Background: an optimization exercise with open tools, aiming at small area, a short achievable clock period and few clock cycles per item. Do not read the settings as production practice.
Only simulation tests tie the RTL to the original design; equivalence was not proved.

==> flow/design.v <==
module kx_line_packer (
    input  wire        clk,
    input  wire        rst,
    input  wire [11:0] cfg_nozzles,    
    input  wire [3:0]  cfg_def,        
    input  wire [1:0]  cfg_op1,        
    input  wire [1:0]  cfg_op2,
    input  wire [1:0]  cfg_op3,
    input  wire        cfg_mask_en,    
    input  wire [31:0] cfg_sub,        
    input  wire [1:0]  cfg_sub_cap,
    input  wire [11:0] cfg_ovl_hi,     
    input  wire [11:0] cfg_ovl_lo,     
    input  wire        in_valid,
    output wire        in_ready,
    input  wire [3:0]  in_line,        
    input  wire [15:0] in_l0,          
    input  wire [15:0] in_l1,
    input  wire [15:0] in_l2,
    input  wire [15:0] in_l3,
    input  wire [2:0]  in_cov,         
    input  wire [7:0]  in_mask,        
    input  wire [7:0]  in_dead,        
    output reg         out_valid,
    output reg         out_last,
    output reg  [15:0] out_codes
);
    localparam LANES = 8;
    assign in_ready = 1'b1;
    wire in_fire = in_valid & in_ready;
    function [1:0] max2(input [1:0] a, input [1:0] b);
        max2 = (a > b) ? a : b;
    endfunction
    function [1:0] min2(input [1:0] a, input [1:0] b);
        min2 = (a < b) ? a : b;
    endfunction
    function [1:0] apply_layer(input [1:0] v, input [1:0] u, input [1:0] op,
                               input active);
        begin
            apply_layer = v;
            if (active && u != 2'b00) begin
                case (op)
                    2'd0:    apply_layer = u;
                    2'd1:    apply_layer = max2(v, u);
                    2'd2:    apply_layer = 2'b00;
                    default: apply_layer = v;
                endcase
            end
        end
    endfunction
    function [7:0] dither(input [3:0] x, input [3:0] y);
        reg [3:0] a;
        begin
            a = x ^ y;
            dither = {a[0], y[0], a[1], y[1], a[2], y[2], a[3], y[3]};
        end
    endfunction
    function [1:0] sub_raise(input [1:0] c, input [1:0] u);
        reg [4:0] idx;
        begin
            idx = {c, u, 1'b0};
            sub_raise = min2(cfg_sub_cap, cfg_sub[idx +: 2]);
        end
    endfunction
    reg  [8:0] beat_idx;      
    reg  [8:0] dead_seen;     
    wire [8:0] last_beat = cfg_nozzles[11:3] - 9'd1;
    wire       is_first  = (beat_idx == 9'd0);
    wire       is_last   = (beat_idx == last_beat);
    wire [11:0] hi_start = cfg_nozzles - cfg_ovl_hi;
    reg  [1:0]  s1_code  [0:LANES-1];
    reg  [LANES-1:0] s1_dead;
    reg  [LANES-1:0] s1_served;
    reg  [LANES-1:0] s1_keep;
    reg  [8:0]  cnt;
    integer i;
    always @(*) begin : stage1
        reg [1:0]  v;
        reg [11:0] j;
        reg [11:0] k;
        reg [7:0]  d;
        reg [21:0] lhs;
        reg [21:0] rhs;
        cnt = dead_seen;
        for (i = 0; i < LANES; i = i + 1) begin
            v = cfg_def[0] ? in_l0[2*i +: 2] : 2'b00;
            v = apply_layer(v, in_l1[2*i +: 2], cfg_op1, cfg_def[1] & in_cov[0]);
            v = apply_layer(v, in_l2[2*i +: 2], cfg_op2, cfg_def[2] & in_cov[1]);
            v = apply_layer(v, in_l3[2*i +: 2], cfg_op3, cfg_def[3] & in_cov[2]);
            if (cfg_mask_en && !in_mask[i])
                v = 2'b00;
            s1_code[i] = v;
            s1_dead[i]   = in_dead[i];
            s1_served[i] = in_dead[i] && (cnt < 9'd256);
            if (in_dead[i] && cnt < 9'd256)
                cnt = cnt + 9'd1;
            j   = {beat_idx, 3'b000} + i[11:0];
            k   = 12'd0;
            d   = 8'd0;
            lhs = 22'd0;
            rhs = 22'd0;
            s1_keep[i] = 1'b1;
            if (cfg_ovl_hi != 12'd0 && j >= hi_start) begin
                k   = j - hi_start;
                d   = dither(in_line, k[3:0]);
                lhs = ({14'd0, d} + 22'd1) * ({10'd0, cfg_ovl_hi} + 22'd1);
                rhs = ({10'd0, k} + 22'd1) << 8;
                if (!(lhs > rhs))
                    s1_keep[i] = 1'b0;
            end
            if (cfg_ovl_lo != 12'd0 && j < cfg_ovl_lo) begin
                k   = j;
                d   = dither(in_line, k[3:0]);
                lhs = ({14'd0, d} + 22'd1) * ({10'd0, cfg_ovl_lo} + 22'd1);
                rhs = ({10'd0, k} + 22'd1) << 8;
                if (lhs > rhs)
                    s1_keep[i] = 1'b0;
            end
        end
    end
    always @(posedge clk) begin
        if (rst) begin
            beat_idx  <= 9'd0;
            dead_seen <= 9'd0;
        end else if (in_fire) begin
            if (is_last) begin
                beat_idx  <= 9'd0;
                dead_seen <= 9'd0;
            end else begin
                beat_idx  <= beat_idx + 9'd1;
                dead_seen <= cnt;
            end
        end
    end
    reg              p_valid;
    reg              p_first;
    reg              p_last;
    reg  [1:0]       p_code [0:LANES-1];
    reg  [LANES-1:0] p_dead;
    reg  [LANES-1:0] p_served;
    reg  [LANES-1:0] p_keep;
    reg  [1:0]       b_code;
    reg              b_dead;
    reg              b_served;
    wire p_out = p_valid & (p_last | in_fire);
    reg  [1:0] nb_code   [0:LANES+1];
    reg        nb_dead   [0:LANES+1];
    reg        nb_served [0:LANES+1];
    reg  [15:0] s2_codes;
    always @(*) begin : stage2
        reg [1:0] o;
        reg [1:0] c;
        integer   n;
        o = 2'b00;
        c = 2'b00;
        nb_code[0]   = b_code;
        nb_dead[0]   = b_dead & ~p_first;
        nb_served[0] = b_served & ~p_first;
        for (n = 0; n < LANES; n = n + 1) begin
            nb_code[n+1]   = p_code[n];
            nb_dead[n+1]   = p_dead[n];
            nb_served[n+1] = p_served[n];
        end
        nb_code[LANES+1]   = s1_code[0];
        nb_dead[LANES+1]   = s1_dead[0] & ~p_last;
        nb_served[LANES+1] = s1_served[0] & ~p_last;
        for (n = 1; n <= LANES; n = n + 1) begin
            if (nb_dead[n]) begin
                o = 2'b00;
            end else begin
                o = nb_code[n];
                c = nb_code[n-1];
                if (nb_served[n-1] && c != 2'b00)
                    o = max2(o, sub_raise(c, nb_code[n]));
                c = nb_code[n+1];
                if (nb_served[n+1] && c != 2'b00)
                    o = max2(o, sub_raise(c, nb_code[n]));
            end
            if (!p_keep[n-1])
                o = 2'b00;
            s2_codes[2*(n-1) +: 2] = o;
        end
    end
    always @(posedge clk) begin
        if (rst) begin
            p_valid   <= 1'b0;
            out_valid <= 1'b0;
        end else begin
            out_valid <= p_out;
            if (in_fire)
                p_valid <= 1'b1;
            else if (p_out)
                p_valid <= 1'b0;
        end
    end
    always @(posedge clk) begin
        if (p_out) begin
            out_codes <= s2_codes;
            out_last  <= p_last;
            b_code    <= p_code[LANES-1];
            b_dead    <= p_dead[LANES-1];
            b_served  <= p_served[LANES-1];
        end
        if (in_fire) begin
            p_first  <= is_first;
            p_last   <= is_last;
            p_dead   <= s1_dead;
            p_served <= s1_served;
            p_keep   <= s1_keep;
            for (i = 0; i < LANES; i = i + 1)
                p_code[i] <= s1_code[i];
        end
    end
endmodule
==> flow/run.sh <==
#!/bin/bash
# synth_recipe.tcl (not shown) runs the flow's synth.tcl, then flattens the netlist and writes it again
# the make line also repeats each setting of config.mk as NAME=value (left out here)
make -C /OpenROAD-flow-scripts/flow DESIGN_CONFIG=/design/flow/config.mk WORK_HOME=/design/flow/orfs CLKGATE_MAP_FILE= SYNTH_SCRIPT=/design/flow/synth_recipe.tcl finish
==> flow/config.mk <==
export PLATFORM = sky130hd
export DESIGN_NAME = kx_line_packer
export DESIGN_NICKNAME = kx_line_packer
export VERILOG_FILES = /design/flow/design.v
export SDC_FILE = /design/flow/constraint.sdc
export NUM_CORES = 4
export LEC_CHECK = 0
export CAP_MARGIN = 20
export CORE_MARGIN = 2
export CORE_UTILIZATION = 40
export CTS_CLUSTER_DIAMETER = 40
export CTS_CLUSTER_SIZE = 8
export SLEW_MARGIN = 20
==> flow/constraint.sdc <==
create_clock -name core_clock -period 13.0 [get_ports {clk}]
set_input_delay 2.6000 -clock core_clock [delete_from_list [all_inputs] [get_ports {clk}]]
set_output_delay 2.6000 -clock core_clock [all_outputs]
set_load 0.01 [all_outputs]
==> results.cfg <==
[final_layout]
drive_gt1_share_pct = 7.63
final_cell_area_um2 = 73500
area_growth_pct = 11.1
final_common_cell = inv_1
mostFrequentLayoutCells = inv_1, ha_1, nor2_1
layout.nets = 10600
nFillCells = 16300

[logic_synthesis]
synth_area_per_cell_um2 = 8.19
netlist_instances = 8084
synthesis.area_um2 = 66200
synth-main-ff-cell = edfxtp_1
ys_seq_area_share_pct = 3.42
yosysWarnings = 6
syn_nets = 10200
yosys.cell_types.count = 119
ys_async_sr_fraction_pct = 0
ys_ff_latch = 82
synth_edf_count = 62

[floorplanning]
rows = 149
core_um2 = 165000
start_util_pct = 40.2
die_area_um2 = 169000
io_pins = 190
die_h_um = 411
die_w_um = 411

[global_routing]
antenna_found_initial = 15
grt_pass1_vias = 59300
grt_max_degree = 51
grt_pass1_wl_mm = 353
grt_usage_pct = 27.4
overflow = 0

[timing]
max_slew_margin_pct = 17.9
slew_violations = 0
min_period_ns = 12.41
timing.final.crit_share_pct = 95.5
finalClockSkew_ns = 0.0322
tightest_slew_ns = 1.23
tns_ns = 0
setup_viol = 0
fmax_mhz = 80.6
hold_viol_final = 0

[worst_setup_path]
slowest_delay_ns = 0.55
crit_arrival_ns = 12.59
rr_startpoint = beat_idx[0]
r2r_setup_slack_ns = 2.99
reg2reg_to = p_keep[6]
criticalPathCategory = in2reg
r2r_cells = 40
crit_slowest_cell = fa_1
path_common_cell = inv_1
path_max_fanout = 10
end_kind = flop
cp-start-kind = primary input
endpoint = p_keep[1]
cp.required_ns = 13.18
crit_start = cfg_ovl_hi[1]

[cts]
numClockSinks = 82
clk_latency_ns = 0.41
ctsLongestPathBuffers = 2
cts_buffers = 9
ctsHoldBuffers = 0
cts_tree = done
cts_root_buffer = clkbuf_16
h-tree-depth = 3
path_clk_slew_ns = 0.10

[place]
place_congestion = 0.991
io_buffer_count = 188
post_dp_cell_area_um2 = 73100
dp_hpwl_mm = 192

[routing]
drc_errors = 0
drt-vias-per-instance = 5.42
wl_mm = 230
wl_per_cell_um = 21.6
dr.pass1.iters = 6
num_vias = 57700
antenna_left = 0
first_iter_violations = 4677

[hold_path]
hold_path.class = reg2reg

[job]
cap_viol_max_count = 0

[outcome]
status = complete, no violations
[worst max-delay path: cells and delay by family]
family,cells,cell delay [ns]
simple gates,10,1.89
buf+inv,10,1.41
xor+xnor,4,0.68
compound gates,15,2.35
fa+ha+maj,9,3.63
[sequential cells by signal, summed over array words and instances, names as in the netlist]
signal and flops:
dead_seen 9, b_code 2, p_served 8, out_codes 16, p_valid 1, p_dead 8, p_first 1, out_last 1
p_last 1, beat_idx 9, p_keep 8, b_served 1, p_code 16, out_valid 1
[logic make-up after synthesis]
logic type / count (synthesis) / synth area share, %
buf+inv: 1922 / 11.0
compound gates: 1115 / 10.9
other cells: 1 / 0.00567
mux: 118 / 3.62
flops: 82 / 3.42
fa+ha+maj: 1989 / 48.5
simple gates: 2345 / 15.7
xor+xnor: 512 / 6.90
[cell usage after synthesis (17+ instances only)]
| library cell | number | area (um2) |
|---|---|---|
| nand2_1 | 719 | 2700 |
| o221ai_1 | 17 | 149 |
| o22a_1 | 27 | 236 |
| xnor2_1 | 358 | 3140 |
| clkbuf_1 | 212 | 796 |
| nand4_1 | 62 | 388 |
| o21bai_1 | 19 | 143 |
| nand2b_1 | 92 | 576 |
| inv_1 | 1650 | 6190 |
| a31oi_1 | 35 | 219 |
| a21boi_0 | 88 | 661 |
| buf_1 | 23 | 86.3 |
| and2_1 | 70 | 438 |
| ha_1 | 1031 | 12900 |
| a21oi_1 | 280 | 1400 |
| nor2b_1 | 78 | 488 |
| edfxtp_1 | 62 | 1860 |
| xor2_1 | 145 | 1270 |
| nand3_1 | 85 | 425 |
| a211oi_1 | 27 | 203 |
| a2111oi_0 | 17 | 149 |
| fa_1 | 958 | 19200 |
| mux4_2 | 94 | 2120 |
| or3_1 | 23 | 144 |
| o21a_1 | 72 | 541 |
| dfxtp_1 | 20 | 400 |
| nor4_1 | 27 | 169 |
| o21ai_0 | 300 | 1500 |
| nor2_1 | 991 | 3720 |
| nor3_1 | 65 | 325 |
| and3_1 | 42 | 263 |
| a21o_1 | 92 | 691 |
| o211ai_1 | 22 | 165 |
[routing by layer]
metal / vias to the layer above / part of all wire, % / global-route usage, %
met3: 475 / 8.4 / 4.67
met1: 28400 / 43 / 37.5
li1: 26500 / - / -
met5: - / 0.034 / 0
met2: 2244 / 44 / 43.2
met4: 12 / 4.5 / 10.2
[area by class of cell]
class | instances | area, um2 | area share [%]
multi-input cells | 6080 | 57000 | 77.5
inverters | 1676 | 6300 | 8.57
repair buffers | 592 | 4990 | 6.78
well taps | 2189 | 2740 | 3.73
flip-flops and latches | 82 | 2260 | 3.08
clock buffers | 9 | 225 | 0.306
clock inverters | 6 | 41.3 | 0.0562
diodes | 2 | 5.00 | 0.00681
[metrics by stage]
stage / util, % / worst slack (ns) / hold slack [ns] / cells
2_1_floorplan: - / 0.874 / 0.420 / 8084
3_3_place_gp: 44.4 / -0.106 / 0.462 / 10600
3_5_place_dp: 44.4 / -0.248 / 0.466 / 10600
4_1_cts: 44.6 / 0.130 / 0.477 / 10600
5_1_grt: 44.7 / -0.0202 / 0.525 / 10600
6_report: 44.7 / 0.590 / 0.476 / 10600
[how the worst min path moves through the flow]
| stage | depth (start not counted) | slack [ns] | end | from |
|---|---|---|---|---|
| 6_report | 2 | 0.48 | p_valid | p_valid |
| 5_1_grt | 2 | 0.52 | p_valid | p_valid |
| 4_1_cts | 2 | 0.48 | p_valid | p_valid |
| 3_5_place_dp | 2 | 0.47 | p_valid | p_valid |
| 3_3_place_gp | 2 | 0.46 | p_valid | p_valid |
| 2_1_floorplan | 0 | 0.42 | b_served | p_served[7] |
[what timing repair did]
action,4_1_cts,5_1_grt
resized for setup,0,48
endpoints found under the setup margin,0,8
setup buffers,0,0
Testbench counts, summed over its fixed seeds: cycles 24,640, beats 24,576.

[port drivers added, routing unchanged]
How much do the figures lean on ideal ports? The routed layout below was timed once more, with nothing changed but the port constraints. Step 1, drivers: a clkbuf_16 drives clk and a buf_2 each remaining input, both assumed. Step 2, shift: input delay + t, output delay - t, t = (earliest + latest rising clock arrival at the registers) / 2. This alone moves slack from input paths to output paths. Three values: no drivers, after step 1, after step 2; two values: the first two.
t (ns): 0.459
setup slack, ns: 0.590 / 0.624 / 0.165
worst setup path after step 2: input to register
slew at the worst register clock pin (ns): 0.10 / 0.10
After both steps setup and hold are still met in this run. For this run, drivers alone change the setup slack by +0.034 ns; drivers and shift together by -0.425 ns.
